What follows belongs to an exercise in optimizing a design on an open flow for small area, a short achievable clock period and few clock cycles; a production flow would make more cautious choices. For this run, only the layout was checked, not whether the RTL still works. Power figures rest on the tool's default switching activity, not on a simulated workload.

==> flow/design.v <==
module cvu (
    input  wire        clk,
    input  wire        rst,
    input  wire        req_valid,
    output wire        req_ready,
    input  wire        req_write,
    input  wire [11:0] req_addr,
    input  wire [31:0] req_wdata,
    output reg         rsp_valid,
    output reg  [31:0] rsp_rdata,
    output wire        alert
);
    localparam [4:0] O_CTL = 5'd0,  O_CFG = 5'd1,
                     O_POLY_L = 5'd2, O_POLY_H = 5'd3,
                     O_INIT_L = 5'd4, O_INIT_H = 5'd5,
                     O_XOR_L = 5'd6,  O_XOR_H = 5'd7,
                     O_FOLD_L = 5'd8, O_FOLD_H = 5'd9,
                     O_VAL_L = 5'd10, O_VAL_H = 5'd11,
                     O_RES_L = 5'd12, O_RES_H = 5'd13,
                     O_COUNT = 5'd14,
                     O_FEED8 = 5'd16, O_FEED16 = 5'd17, O_FEED32 = 5'd18,
                     O_F64_LO = 5'd19, O_F64_HI = 5'd20;
    localparam [2:0] P_DONE = 3'd0, P_SF = 3'd1, P_MU1 = 3'd2, P_MU2 = 3'd3, P_VF = 3'd4;
    localparam [1:0] K_DATA = 2'd0, K_START = 2'd1, K_VSET = 2'd2;
    localparam NF = 5;    
    function [63:0] width_mask(input [6:0] w);
        integer i;
        begin
            for (i = 0; i < 64; i = i + 1)
                width_mask[i] = (i < w);
        end
    endfunction
    function [63:0] refl(input [63:0] x, input [6:0] w);
        reg [63:0] r;
        integer i;
        begin
            for (i = 0; i < 64; i = i + 1)
                r[i] = x[63 - i];
            refl = r >> (7'd64 - w);
        end
    endfunction
    function [7:0] rev8(input [7:0] b);
        integer i;
        begin
            for (i = 0; i < 8; i = i + 1)
                rev8[i] = b[7 - i];
        end
    endfunction
    function [31:0] bord(input [31:0] d, input refin);
        begin
            bord = refin ? d : {rev8(d[31:24]), rev8(d[23:16]), rev8(d[15:8]), rev8(d[7:0])};
        end
    endfunction
    function [31:0] place(input [31:0] d, input [1:0] nm1);
        begin
            case (nm1)
                2'd0: place = {d[7:0], 24'd0};
                2'd1: place = {d[15:0], 16'd0};
                2'd2: place = {d[23:0], 8'd0};
                default: place = d;
            endcase
        end
    endfunction
    function [7:0] q8(input [6:0] p);
        reg [7:0] q;
        integer m, k;
        begin
            q = 8'd1;
            for (m = 1; m < 8; m = m + 1)
                for (k = 1; k <= m; k = k + 1)
                    q[m] = q[m] ^ (p[k - 1] & q[m - k]);
            q8 = q;
        end
    endfunction
    reg [1:0]  sticky;
    reg [1:0]  alert_en;
    reg [31:0] cnt_badw;
    assign alert = |(sticky & alert_en);
    reg        cfg_refin  [0:1];
    reg        cfg_refout [0:1];
    reg [3:0]  cfg_fl     [0:1];
    reg [6:0]  cfg_w      [0:1];
    reg [63:0] poly   [0:1];
    reg [63:0] init   [0:1];
    reg [63:0] xorout [0:1];
    reg [63:0] fold   [0:1];
    reg [31:0] f64_lo [0:1];
    reg        f64_v  [0:1];
    reg [31:0] val_lo [0:1];
    reg        l_refin  [0:1];
    reg        l_refout [0:1];
    reg [6:0]  l_w      [0:1];
    reg [63:0] l_xor    [0:1];
    reg [63:0] pr   [0:1];
    reg [31:1] mu   [0:1];
    reg [63:0] vr   [0:1];
    reg [31:0] count [0:1];
    reg [2:0]  phase [0:1];
    reg          fv    [0:NF-1];
    reg          fctx  [0:NF-1];
    reg [1:0]    fkind [0:NF-1];
    reg [1:0]    fn    [0:NF-1];
    reg [31:0]   fdata [0:NF-1];
    reg [2:0]    wp, rp;
    reg [2:0]    fcnt;
    reg        ready_q;
    reg        blk;
    reg        rd_pend;
    reg        rd_glob;      
    reg        rd_ctx;
    reg [4:0]  rd_off;       
    assign req_ready = ready_q;
    wire       acc    = req_valid && ready_q;
    wire       wacc   = acc && req_write;
    wire       g_hit  = (req_addr[11:5] == 7'd0);           
    wire       c_hit  = (req_addr[11:8] == 4'd1);
    wire       c      = req_addr[7];
    wire [4:0] off    = req_addr[6:2];
    wire [4:0] ga     = req_addr[6:2];
    integer i;
    reg [NF-1:0] has0_v, has1_v;
    always @(*) begin
        for (i = 0; i < NF; i = i + 1) begin
            has0_v[i] = fv[i] && !fctx[i];
            has1_v[i] = fv[i] && fctx[i];
        end
    end
    wire idle0 = !(|has0_v) && phase[0] == P_DONE;
    wire idle1 = !(|has1_v) && phase[1] == P_DONE;
    wire idle_c = c ? idle1 : idle0;
    wire [63:0] cmask0 = width_mask(cfg_w[0]);
    wire [63:0] cmask1 = width_mask(cfg_w[1]);
    wire [63:0] cmask_c = c ? cmask1 : cmask0;
    wire        h_v    = fv[rp];
    wire        h_ctx  = fctx[rp];
    wire [1:0]  h_kind = fkind[rp];
    wire [1:0]  h_n    = fn[rp];
    wire [31:0] h_data = fdata[rp];
    wire        h_ready = h_v && (phase[h_ctx] == P_DONE);
    wire mu0 = (phase[0] == P_MU1) || (phase[0] == P_MU2);
    wire mu1 = (phase[1] == P_MU1) || (phase[1] == P_MU2);
    wire mu_go  = mu0 || mu1;
    wire mu_ctx = !mu0;
    wire h_exec = h_ready && (h_kind != K_DATA || !mu_go);
    wire d_go   = h_exec && h_kind == K_DATA;
    wire        e_ctx = mu_go ? mu_ctx : h_ctx;
    wire [63:0] e_vr  = vr[e_ctx];
    wire [63:0] e_pr  = pr[e_ctx];
    wire [31:0] e_mu  = {mu[e_ctx], 1'b1};
    wire        e_mu2 = (phase[e_ctx] == P_MU2);
    reg [31:0] a_low;
    reg [63:0] e_hi;
    always @(*) begin
        case (h_n)
            2'd0: begin a_low = {e_vr[7:0],  24'd0}; e_hi = e_vr >> 8;  end
            2'd1: begin a_low = {e_vr[15:0], 16'd0}; e_hi = e_vr >> 16; end
            2'd2: begin a_low = {e_vr[23:0], 8'd0};  e_hi = e_vr >> 24; end
            default: begin a_low = e_vr[31:0];       e_hi = e_vr >> 32; end
        endcase
        a_low = a_low ^ h_data;
    end
    wire [7:0]  e_q8 = q8(e_pr[6:0]);
    wire [15:0] e_q  = e_mu2 ? e_mu[15:0] : {8'd0, e_q8};
    reg  [31:0] sp_q;
    always @(*) begin
        for (i = 0; i < 16; i = i + 1) begin
            sp_q[2*i]   = e_q[i];
            sp_q[2*i+1] = 1'b0;
        end
    end
    wire [31:0] t_m = mu_go ? {e_pr[30:0], 1'b1} : e_mu;
    wire [31:0] t_a = mu_go ? sp_q : a_low;
    reg [31:0] tops;
    integer j;
    always @(*) begin
        for (i = 0; i < 32; i = i + 1) begin
            tops[i] = 1'b0;
            for (j = 0; j <= i; j = j + 1)
                tops[i] = tops[i] ^ (t_m[i - j] & t_a[j]);
        end
    end
    reg [63:0] e_out;
    always @(*) begin
        e_out = e_hi;
        for (j = 0; j < 32; j = j + 1)
            if (tops[j])
                e_out = e_out ^ (e_pr >> (31 - j));
    end
    wire        sf0 = (phase[0] == P_SF);
    wire        sf1 = (phase[1] == P_SF);
    wire        vf0 = (phase[0] == P_VF);
    wire        vf1 = (phase[1] == P_VF);
    wire        fp_ctx = sf1;
    wire        fv_ctx = (sf1 || vf1) ? 1'b1 : (sf0 || vf0) ? 1'b0 : rd_ctx;
    wire [63:0] fp_out = refl(pr[fp_ctx], l_w[fp_ctx]);
    wire [63:0] fv_out = refl(vr[fv_ctx], l_w[fv_ctx]);
    wire req_start = wacc && c_hit && off == O_CTL && req_wdata[31];
    wire st_now    = req_start && idle_c;
    wire st_head   = h_exec && h_kind == K_START;
    wire st_go     = st_now || st_head;
    wire st_ctx    = st_head ? h_ctx : c;
    wire [3:0]  st_fl  = cfg_fl[st_ctx];
    wire [63:0] st_fold = fold[st_ctx];
    wire        st_refin = cfg_refin[st_ctx];
    wire        st_f1 = st_go && st_fl != 4'd0;
    wire        st_f2 = st_go && st_fl > 4'd4;
    wire [1:0]  st_n1 = (st_fl >= 4'd4) ? 2'd3 : st_fl[1:0] - 2'd1;
    wire [1:0]  st_n2 = st_fl[1:0] - 2'd1;    
    wire [31:0] st_d1 = place(bord(st_fold[31:0], st_refin), st_n1);
    wire [31:0] st_d2 = place(bord(st_fold[63:32], st_refin), st_n2);
    wire        l_refin_c = l_refin[c];
    wire        req_feed  = wacc && c_hit && (off == O_FEED8 || off == O_FEED16 ||
                                              off == O_FEED32 || off == O_F64_HI);
    wire        req_f64h  = wacc && c_hit && off == O_F64_HI;
    wire        req_vseth = wacc && c_hit && off == O_VAL_H;
    wire [31:0] f_lo      = f64_v[c] ? f64_lo[c] : 32'd0;
    reg  [1:0]  fd_n;
    reg  [31:0] fd_d1;
    always @(*) begin
        case (off)
            O_FEED8:  fd_n = 2'd0;
            O_FEED16: fd_n = 2'd1;
            default:  fd_n = 2'd3;
        endcase
        fd_d1 = place(bord(req_f64h ? f_lo : req_wdata, l_refin_c), fd_n);
    end
    wire [31:0] fd_d2 = bord(req_wdata, l_refin_c);
    wire        req_defer = (req_start && !idle_c) || req_vseth;
    wire        push1 = st_f1 || req_feed || req_defer;
    wire        push2 = st_f2 || req_f64h;
    reg         p1_ctx, p2_ctx;
    reg  [1:0]  p1_kind, p1_n, p2_n;
    reg  [31:0] p1_d, p2_d;
    always @(*) begin
        if (st_go) begin
            p1_ctx = st_ctx; p1_kind = K_DATA; p1_n = st_n1; p1_d = st_d1;
            p2_ctx = st_ctx; p2_n = st_n2; p2_d = st_d2;
        end else begin
            p1_ctx = c;
            p1_kind = req_start ? K_START : req_vseth ? K_VSET : K_DATA;
            p1_n = fd_n;
            p1_d = req_vseth ? req_wdata : fd_d1;
            p2_ctx = c; p2_n = 2'd3; p2_d = fd_d2;
        end
    end
    wire [2:0] wp1 = (wp == NF - 1) ? 3'd0 : wp + 3'd1;
    wire [2:0] wp2 = (wp1 == NF - 1) ? 3'd0 : wp1 + 3'd1;
    wire [2:0] rp1 = (rp == NF - 1) ? 3'd0 : rp + 3'd1;
    wire       pop = h_exec;
    wire [2:0] fcnt_n = fcnt + {2'd0, push1} + {2'd0, push2} - {2'd0, pop};
    wire       rd_wait_reg = !rd_glob && (rd_off == O_VAL_L || rd_off == O_VAL_H ||
                                          rd_off == O_RES_L || rd_off == O_RES_H);
    wire       rd_idle = rd_ctx ? idle1 : idle0;
    wire       rd_done = rd_pend && (!rd_wait_reg || rd_idle) && !(rd_wait_reg && (sf0 || sf1 || vf0 || vf1));
    wire [63:0] r_res = (l_refout[rd_ctx] ? vr[rd_ctx] : fv_out) ^ l_xor[rd_ctx];
    wire [63:0] r_mask = rd_ctx ? cmask1 : cmask0;
    reg  [31:0] rdata;
    always @(*) begin
        rdata = 32'd0;
        if (rd_glob) begin
            case (rd_off)
                5'd0: rdata = {30'd0, sticky};
                5'd1: rdata = {30'd0, alert_en};
                5'd2: rdata = cnt_badw;
                default: rdata = 32'd0;
            endcase
        end else begin
            case (rd_off)
                O_CFG:    rdata = {cfg_refin[rd_ctx], cfg_refout[rd_ctx], 10'd0, cfg_fl[rd_ctx], 9'd0, cfg_w[rd_ctx]};
                O_POLY_L: rdata = poly[rd_ctx][31:0]    & r_mask[31:0];
                O_POLY_H: rdata = poly[rd_ctx][63:32]   & r_mask[63:32];
                O_INIT_L: rdata = init[rd_ctx][31:0]    & r_mask[31:0];
                O_INIT_H: rdata = init[rd_ctx][63:32]   & r_mask[63:32];
                O_XOR_L:  rdata = xorout[rd_ctx][31:0]  & r_mask[31:0];
                O_XOR_H:  rdata = xorout[rd_ctx][63:32] & r_mask[63:32];
                O_FOLD_L: rdata = fold[rd_ctx][31:0];
                O_FOLD_H: rdata = fold[rd_ctx][63:32];
                O_VAL_L:  rdata = fv_out[31:0];
                O_VAL_H:  rdata = fv_out[63:32];
                O_RES_L:  rdata = r_res[31:0];
                O_RES_H:  rdata = r_res[63:32];
                O_COUNT:  rdata = count[rd_ctx];
                default:  rdata = 32'd0;
            endcase
        end
    end
    wire [6:0] new_w  = req_wdata[6:0];
    wire [3:0] new_fl = req_wdata[19:16];
    wire bad_w  = (new_w == 7'd0) || (new_w > 7'd64);
    wire bad_fl = (new_fl > 4'd8);
    wire ev_bad  = wacc && c_hit && off == O_CFG && (bad_w || bad_fl);
    wire ev_half = req_f64h && !f64_v[c];
    wire rd_acc     = acc && !req_write;
    wire rd_pend_n  = rd_acc || (rd_pend && !rd_done);
    wire blk_n      = (blk && !(st_head || (h_exec && h_kind == K_VSET))) || (wacc && req_defer);
    wire ready_n    = !rd_pend_n && !blk_n && (fcnt_n <= 3'd3);
    integer k;
    always @(posedge clk) begin
        if (rst) begin
            sticky   <= 2'b00;
            alert_en <= 2'b11;
            cnt_badw <= 32'd0;
            ready_q  <= 1'b1;
            blk      <= 1'b0;
            rd_pend  <= 1'b0;
            rd_glob  <= 1'b0;
            rd_ctx   <= 1'b0;
            rd_off   <= 5'd0;
            rsp_valid <= 1'b0;
            wp <= 3'd0; rp <= 3'd0; fcnt <= 3'd0;
            for (k = 0; k < NF; k = k + 1)
                fv[k] <= 1'b0;
            for (k = 0; k < 2; k = k + 1) begin
                cfg_refin[k]  <= 1'b1;
                cfg_refout[k] <= 1'b1;
                cfg_fl[k]     <= 4'd0;
                cfg_w[k]      <= 7'd32;
                poly[k]       <= 64'h0000_0000_04C1_1DB7;
                init[k]       <= 64'h0000_0000_FFFF_FFFF;
                xorout[k]     <= 64'h0000_0000_FFFF_FFFF;
                fold[k]       <= 64'd0;
                f64_lo[k]     <= 32'd0;
                f64_v[k]      <= 1'b0;
                val_lo[k]     <= 32'd0;
                l_refin[k]    <= 1'b1;
                l_refout[k]   <= 1'b1;
                l_w[k]        <= 7'd32;
                l_xor[k]      <= 64'h0000_0000_FFFF_FFFF;
                pr[k]         <= 64'h0000_0000_EDB8_8320;
                mu[k]         <= 31'h7B80_8B20;    
                vr[k]         <= 64'h0000_0000_FFFF_FFFF;
                count[k]      <= 32'd0;
                phase[k]      <= P_DONE;
            end
        end else begin
            ready_q <= ready_n;
            blk     <= blk_n;
            rd_pend <= rd_pend_n;
            if (rd_acc) begin
                rd_glob <= !c_hit;
                rd_ctx  <= c;
                rd_off  <= g_hit ? ga : c_hit ? off : 5'd31;
            end
            rsp_valid <= rd_done;
            if (rd_done)
                rsp_rdata <= rdata;
            if (wacc && g_hit && ga == 5'd0)
                sticky <= sticky & ~req_wdata[1:0];
            else
                sticky <= sticky | {ev_half, ev_bad};
            if (wacc && g_hit && ga == 5'd1)
                alert_en <= req_wdata[1:0];
            if (wacc && g_hit && ga == 5'd2) begin
                if (req_wdata == 32'd0)
                    cnt_badw <= 32'd0;
            end else if (ev_bad && cnt_badw != 32'hFFFF_FFFF) begin
                cnt_badw <= cnt_badw + 32'd1;
            end
            if (wacc && c_hit) begin
                case (off)
                    O_CFG: begin
                        cfg_refin[c]  <= req_wdata[31];
                        cfg_refout[c] <= req_wdata[30];
                        if (!bad_w)  cfg_w[c]  <= new_w;
                        if (!bad_fl) cfg_fl[c] <= new_fl;
                    end
                    O_POLY_L: poly[c][31:0]    <= req_wdata & cmask_c[31:0];
                    O_POLY_H: poly[c][63:32]   <= req_wdata & cmask_c[63:32];
                    O_INIT_L: init[c][31:0]    <= req_wdata & cmask_c[31:0];
                    O_INIT_H: init[c][63:32]   <= req_wdata & cmask_c[63:32];
                    O_XOR_L:  xorout[c][31:0]  <= req_wdata & cmask_c[31:0];
                    O_XOR_H:  xorout[c][63:32] <= req_wdata & cmask_c[63:32];
                    O_FOLD_L: fold[c][31:0]    <= req_wdata;
                    O_FOLD_H: fold[c][63:32]   <= req_wdata;
                    O_VAL_L:  val_lo[c]        <= req_wdata;
                    O_F64_LO: begin f64_lo[c] <= req_wdata; f64_v[c] <= 1'b1; end
                    O_F64_HI: f64_v[c] <= 1'b0;
                    default: ;
                endcase
            end
            if (req_feed) begin : cnt_upd
                reg [32:0] s;
                case (off)
                    O_FEED8:  s = {1'b0, count[c]} + 33'd1;
                    O_FEED16: s = {1'b0, count[c]} + 33'd2;
                    O_FEED32: s = {1'b0, count[c]} + 33'd4;
                    default:  s = {1'b0, count[c]} + 33'd8;
                endcase
                count[c] <= s[32] ? 32'hFFFF_FFFF : s[31:0];
            end
            for (k = 0; k < 2; k = k + 1) begin
                case (phase[k])
                    P_SF: begin
                        pr[k] <= fp_out;
                        vr[k] <= fv_out;
                        phase[k] <= P_MU1;
                    end
                    P_VF: begin
                        vr[k] <= fv_out;
                        phase[k] <= P_DONE;
                    end
                    P_MU1: if (mu_ctx == k) begin
                        mu[k] <= tops[31:1];
                        phase[k] <= P_MU2;
                    end
                    P_MU2: if (mu_ctx == k) begin
                        mu[k] <= tops[31:1];
                        phase[k] <= P_DONE;
                    end
                    default: ;
                endcase
            end
            if (d_go)
                vr[h_ctx] <= e_out;
            if (h_exec && h_kind == K_VSET) begin
                vr[h_ctx] <= {h_data, val_lo[h_ctx]};
                phase[h_ctx] <= P_VF;
            end
            if (st_go) begin
                l_refin[st_ctx]  <= cfg_refin[st_ctx];
                l_refout[st_ctx] <= cfg_refout[st_ctx];
                l_w[st_ctx]      <= cfg_w[st_ctx];
                l_xor[st_ctx]    <= xorout[st_ctx] & (st_ctx ? cmask1 : cmask0);
                pr[st_ctx]       <= poly[st_ctx];
                vr[st_ctx]       <= init[st_ctx];
                count[st_ctx]    <= 32'd0;
                phase[st_ctx]    <= P_SF;
            end
            if (pop) begin
                fv[rp] <= 1'b0;
                rp <= rp1;
            end
            if (push1) begin
                fv[wp] <= 1'b1; fctx[wp] <= p1_ctx; fkind[wp] <= p1_kind;
                fn[wp] <= p1_n; fdata[wp] <= p1_d;
            end
            if (push2) begin
                fv[wp1] <= 1'b1; fctx[wp1] <= p2_ctx; fkind[wp1] <= K_DATA;
                fn[wp1] <= p2_n; fdata[wp1] <= p2_d;
            end
            wp <= push2 ? wp2 : push1 ? wp1 : wp;
            fcnt <= fcnt_n;
        end
    end
endmodule
==> flow/run.sh <==
#!/bin/bash
# synth_recipe.tcl (not shown) runs the flow's synth.tcl, then flattens the netlist and writes it again
# the make line also repeats each setting of config.mk as NAME=value (left out here)
make -C /OpenROAD-flow-scripts/flow DESIGN_CONFIG=/design/flow/config.mk WORK_HOME=/design/flow/orfs CLKGATE_MAP_FILE= SYNTH_SCRIPT=/design/flow/synth_recipe.tcl finish
==> flow/config.mk <==
export PLATFORM = sky130hd
export DESIGN_NAME = cvu
export DESIGN_NICKNAME = cvu
export VERILOG_FILES = /design/flow/design.v
export SDC_FILE = /design/flow/constraint.sdc
export NUM_CORES = 8
export LEC_CHECK = 0
export CAP_MARGIN = 30
export CORE_MARGIN = 2
export CORE_UTILIZATION = 30
export PLACE_DENSITY = 0.45
export SLEW_MARGIN = 30
==> flow/constraint.sdc <==
create_clock -name core_clock -period 24.0 [get_ports {clk}]
set_input_delay 4.8000 -clock core_clock [delete_from_list [all_inputs] [get_ports {clk}]]
set_output_delay 4.8000 -clock core_clock [all_outputs]
set_load 0.01 [all_outputs]
==> summary.log <==
INFO  clock_tree     cts_num_sinks=1,490
INFO  worst_setup_path arrival=12.34ns
INFO  synth          postSynth.topFlopCell=edfxtp_1
INFO  synth          synth-edff-count=1,272
INFO  outcome        outcome=finished clean
INFO  placed_design  placedInstanceArea=134,000um2
INFO  grt            number_of_global_route_vias_before_repair=110,000
INFO  drt            wl=738mm
INFO  layout         fin_area=140,000um2
INFO  timing         setup_viol=0
INFO  worst_setup_path worst_ep_required_time=24.58ns
INFO  clock_tree     ctsRootBufferMaster=clkbuf_16
INFO  floorplanning  die_area=424,000um2
INFO  floorplanning  initial_core_util=30.1%
INFO  synth          yosys.area.top_type=edfxtp_1
INFO  drt            drt_pre_antenna_iters=10
INFO  timing         finalCriticalPeriod=11.76ns
INFO  timing         rsz_0062_raised_after_global_routing=false
INFO  worst_setup_path critical_path.reg2reg.endpoint=vr[1][9]
INFO  drt            drt_iter0_drc=18,200
INFO  worst_setup_path cp_common_cell=buf_4
INFO  grt            grt_start_max_net_pins=141
INFO  timing         fin_skew=0.101ns
INFO  placed_design  gp_routability_congestion=1.06
INFO  clock_tree     cts_tree=built
INFO  floorplanning  core_area=417,000um2
INFO  clock_tree     holdBufCountCts=0
INFO  drt            routedWlPerCell=36.6um
INFO  power_and_ir_drop vdd.ir_drop.worst=0.786mV
INFO  grt            groute.layer.met3.usage=9.82%
INFO  synth          synth_cell_types=105
INFO  worst_setup_path worst_setup_path_endpoint=vr[1][9]
INFO  floorplanning  placementRows=237
INFO  job            max_cap_violations=0
INFO  worst_setup_path setup.reg_to_reg.worst_slack=12.24ns
INFO  worst_setup_path r2r.worst_path.cells=33
INFO  clock_tree     worst_skew_pair.late_latency=0.94ns
INFO  synth          syn_avg_cell_area=8.40um2
INFO  grt            gr-usage-met2=48.8%
INFO  worst_setup_path worst_setup_path_start_kind=flop
INFO  worst_setup_path cp_slowest_cell=o21ai_4
INFO  power_and_ir_drop pwr_density_cell=180nW/um2
INFO  clock_tree     cts.path.max_buffers=4
INFO  drt            detail_route.drc_violations=0
INFO  synth          yosys_warnings=2
INFO  timing         layout_worst_path_cycle_share=49.0%
INFO  synth          synth.cells.most_frequent=nor2_1, nand2_1, xnor2_1
INFO  synth          synthesis.nets=15,000
INFO  synth          syn-cell-area=126,000um2
INFO  placed_design  place_hpwl=523mm
INFO  worst_setup_path crit_path_max_incr_delay=0.79ns
INFO  synth          netlist_instances=15,000
INFO  worst_setup_path critical_path_peak_fanout=44
INFO  clock_tree     cts.repair.resized=0
INFO  timing         final.setup.tns=0ns
INFO  grt            gr-total-overflow=0
INFO  clock_tree     cts_inserted_buffers=184
INFO  floorplanning  fp.dieH=651um
INFO  grt            grt_first_pass_wirelength=986mm
INFO  synth          synth_top_area_share=30.4%
INFO  floorplanning  pin_count=83
INFO  floorplanning  die_x=651um
INFO  synth          synth_top_cells_by_area=edfxtp_1, xnor2_1, nor2_1
INFO  clock_tree     cts.htree.levels=4
INFO  power_and_ir_drop power.internal=0.0113W
INFO  placed_design  io_buffers=80
INFO  power_and_ir_drop power_leakage=50.5nW
INFO  timing         achievable-frequency=85.0MHz
INFO  power_and_ir_drop pwr-share-clk=11.2%
INFO  synth          synth_seq_cells=1,490
INFO  grt            grt_busiest_layer=met2
INFO  timing         tightest_slew=1.20ns
INFO  drt            num_vias=121,000
INFO  power_and_ir_drop power.net_switching=0.0140W
INFO  worst_setup_path setup.worst_path.class=flop to flop
INFO  layout         drive_gt1_share=9.92%
INFO  timing         timing.slew.headroom=19.7%
INFO  power_and_ir_drop combPwrFrac=77.0%
INFO  worst_hold_path hp-class=flop to flop
INFO  timing         slew_limit_fails=0
INFO  clock_tree     postCtsSetupBuffers=0
INFO  power_and_ir_drop switching_portion_of_total_power=55.2%
INFO  layout         nets=14,600
INFO  power_and_ir_drop power.share.sequential=11.8%
INFO  timing         hold_viol=0
INFO  grt            initial_antenna_violation_count=90
INFO  clock_tree     clkTransAtPathRegs=0.06ns
INFO  drt            post_dr_vias_cell=5.98
INFO  grt            globalRouteTotalUtil=33.4%
INFO  synth          yosysMostFrequentCell=nor2_1
INFO  grt            grt.met1_usage=42.5%
INFO  drt            drtAntennaViolNets=0
INFO  worst_setup_path worst_setup_path_end_kind=flop
INFO  synth          synth_seq_area_share=33.9%
INFO  layout         area_delta_synth_final=11.8%
INFO  synth          postSynth.asyncResetShare=0%
## registers in the layout (all words and copies together) (netlist names), 128 cells and up, named ones only
register / count
pr: 128
xorout: 128
fdata: 160
fold: 128
vr: 128
poly: 128
init: 128
l_xor: 128
## worst max-delay path: cells and delay by family (launching register included)
family / cells / cell delay (ns)
flip-flops: 1 / 0.31
AO/OA/AOI/OAI: 6 / 3.01
buffers and inverters: 7 / 2.38
AND/OR/NAND/NOR: 9 / 1.81
adder cells (fa/ha/maj): 1 / 0.42
multiplexers: 1 / 0.38
XOR/XNOR: 9 / 3.03
## worst min-delay path by stage
stage / from / end / depth (start not counted)
after floorplan: fv[7] / fv[7] / 1
after global placement: fv[7] / fv[7] / 1
after detailed placement: fv[7] / fv[7] / 1
after CTS: fv[7] / fv[7] / 1
after global routing: fv[7] / fv[7] / 1
final: fv[7] / fv[7] / 1
## layout make-up
cell class	count	area [um2]
Antenna cell	53	133
Clock buffer	245	5090
Clock inverter	88	782
Fill cell	43800	276000
Inverter	80	312
Multi-Input combinational cell	12100	79500
Sequential cell	1490	42600
Tap cell	5497	6880
Timing Repair Buffer	641	5160
## layout by cell type (no fill, tap or decap), types with 33 or more instances in the layout
cell	instances
o22ai_1	59
clkbuf_1	40
nor2b_1	142
a211oi_1	226
clkdlybuf4s50_1	73
a22o_1	33
nand3_1	330
xor2_1	336
or2_2	40
a21oi_1	785
nand2_1	1784
xnor3_1	215
o211ai_1	161
or3_1	46
a21o_1	69
inv_1	72
mux4_2	37
mux2_2	225
o21ai_1	44
nor2_1	2884
and2_1	352
o221ai_1	52
o21bai_1	34
a31oi_1	112
nand4_1	47
diode_2	53
and3_1	90
xnor2_1	1314
clkbuf_16	188
mux2i_1	921
o21ai_0	636
dfxtp_1	210
a22oi_1	105
nor3_1	169
mux2i_4	51
a222oi_1	73
nand2b_1	67
edfxtp_1	1272
a221oi_1	115
buf_4	532
## through the flow
stage / hold slack [ns] / util, % / total power, W / setup WS [ns] / std cells
6_report: 0.455 / 33.7 / 0.0253 / 12.24 / 20200
5_1_grt: 0.476 / 33.7 / 0.0255 / 11.84 / 20200
4_1_cts: 0.454 / 33.6 / 0.0243 / 12.49 / 20100
3_5_place_dp: 0.440 / 32.2 / 0.0214 / 12.59 / 19800
3_3_place_gp: 0.438 / 32.2 / 0.0214 / 12.56 / 19800
2_1_floorplan: 0.421 / - / 0.0136 / 13.62 / 15000
## logic make-up after synthesis
group                    synth area share [%]
adder cells (fa/ha/maj)                 0.231
flip-flops                               33.9
multiplexers                             10.5
buffers and inverters                    4.34
AND/OR/NAND/NOR                          20.7
XOR/XNOR                                 16.1
AO/OA/AOI/OAI                            14.2
## power groups by stage
stage                     Combinational (W)  Clock [W]  Sequential [W]
final                                0.0195    0.00285         0.00297
after detailed placement             0.0184          0         0.00302
after floorplan                      0.0106          0         0.00296
after global routing                 0.0196    0.00293         0.00297
after CTS                            0.0185    0.00285         0.00296
after global placement               0.0184          0         0.00302
## metal layers
metal | wire length, um | part of all wire [%] | vias to the layer above
met5 | 130 | 0.018 | -
met4 | 60100 | 8.1 | 20
met3 | 87200 | 12 | 1672
met2 | 307000 | 42 | 7802
met1 | 284000 | 39 | 59900
li1 | - | - | 51300

## static timing again, ports no longer ideal
Ports are ideal in the flow. The routed layout listed here was re-timed in OpenROAD.
Step 1 assumes that a clkbuf_16 drives the clock port and a buf_2 every other input.
Step 2, shift: input delay + t, output delay - t, t = (earliest + latest rising clock arrival at the registers) / 2. This alone moves slack from input paths to output paths.
Three values: no drivers, after step 1, after step 2; two values: the first two.
t, ns: 0.999
setup WS [ns]: 12.240 / 12.240 / 12.240
clock arrival spread, ns: 0.102 / 0.102
slew at the worst register clock pin (ns): 0.07 / 0.07
worst data-port slew with drivers (ns): 0.07
After both steps setup and hold are still met in this run. For this run, drivers alone change the setup slack by 0.000 ns; drivers and shift together by 0.000 ns.
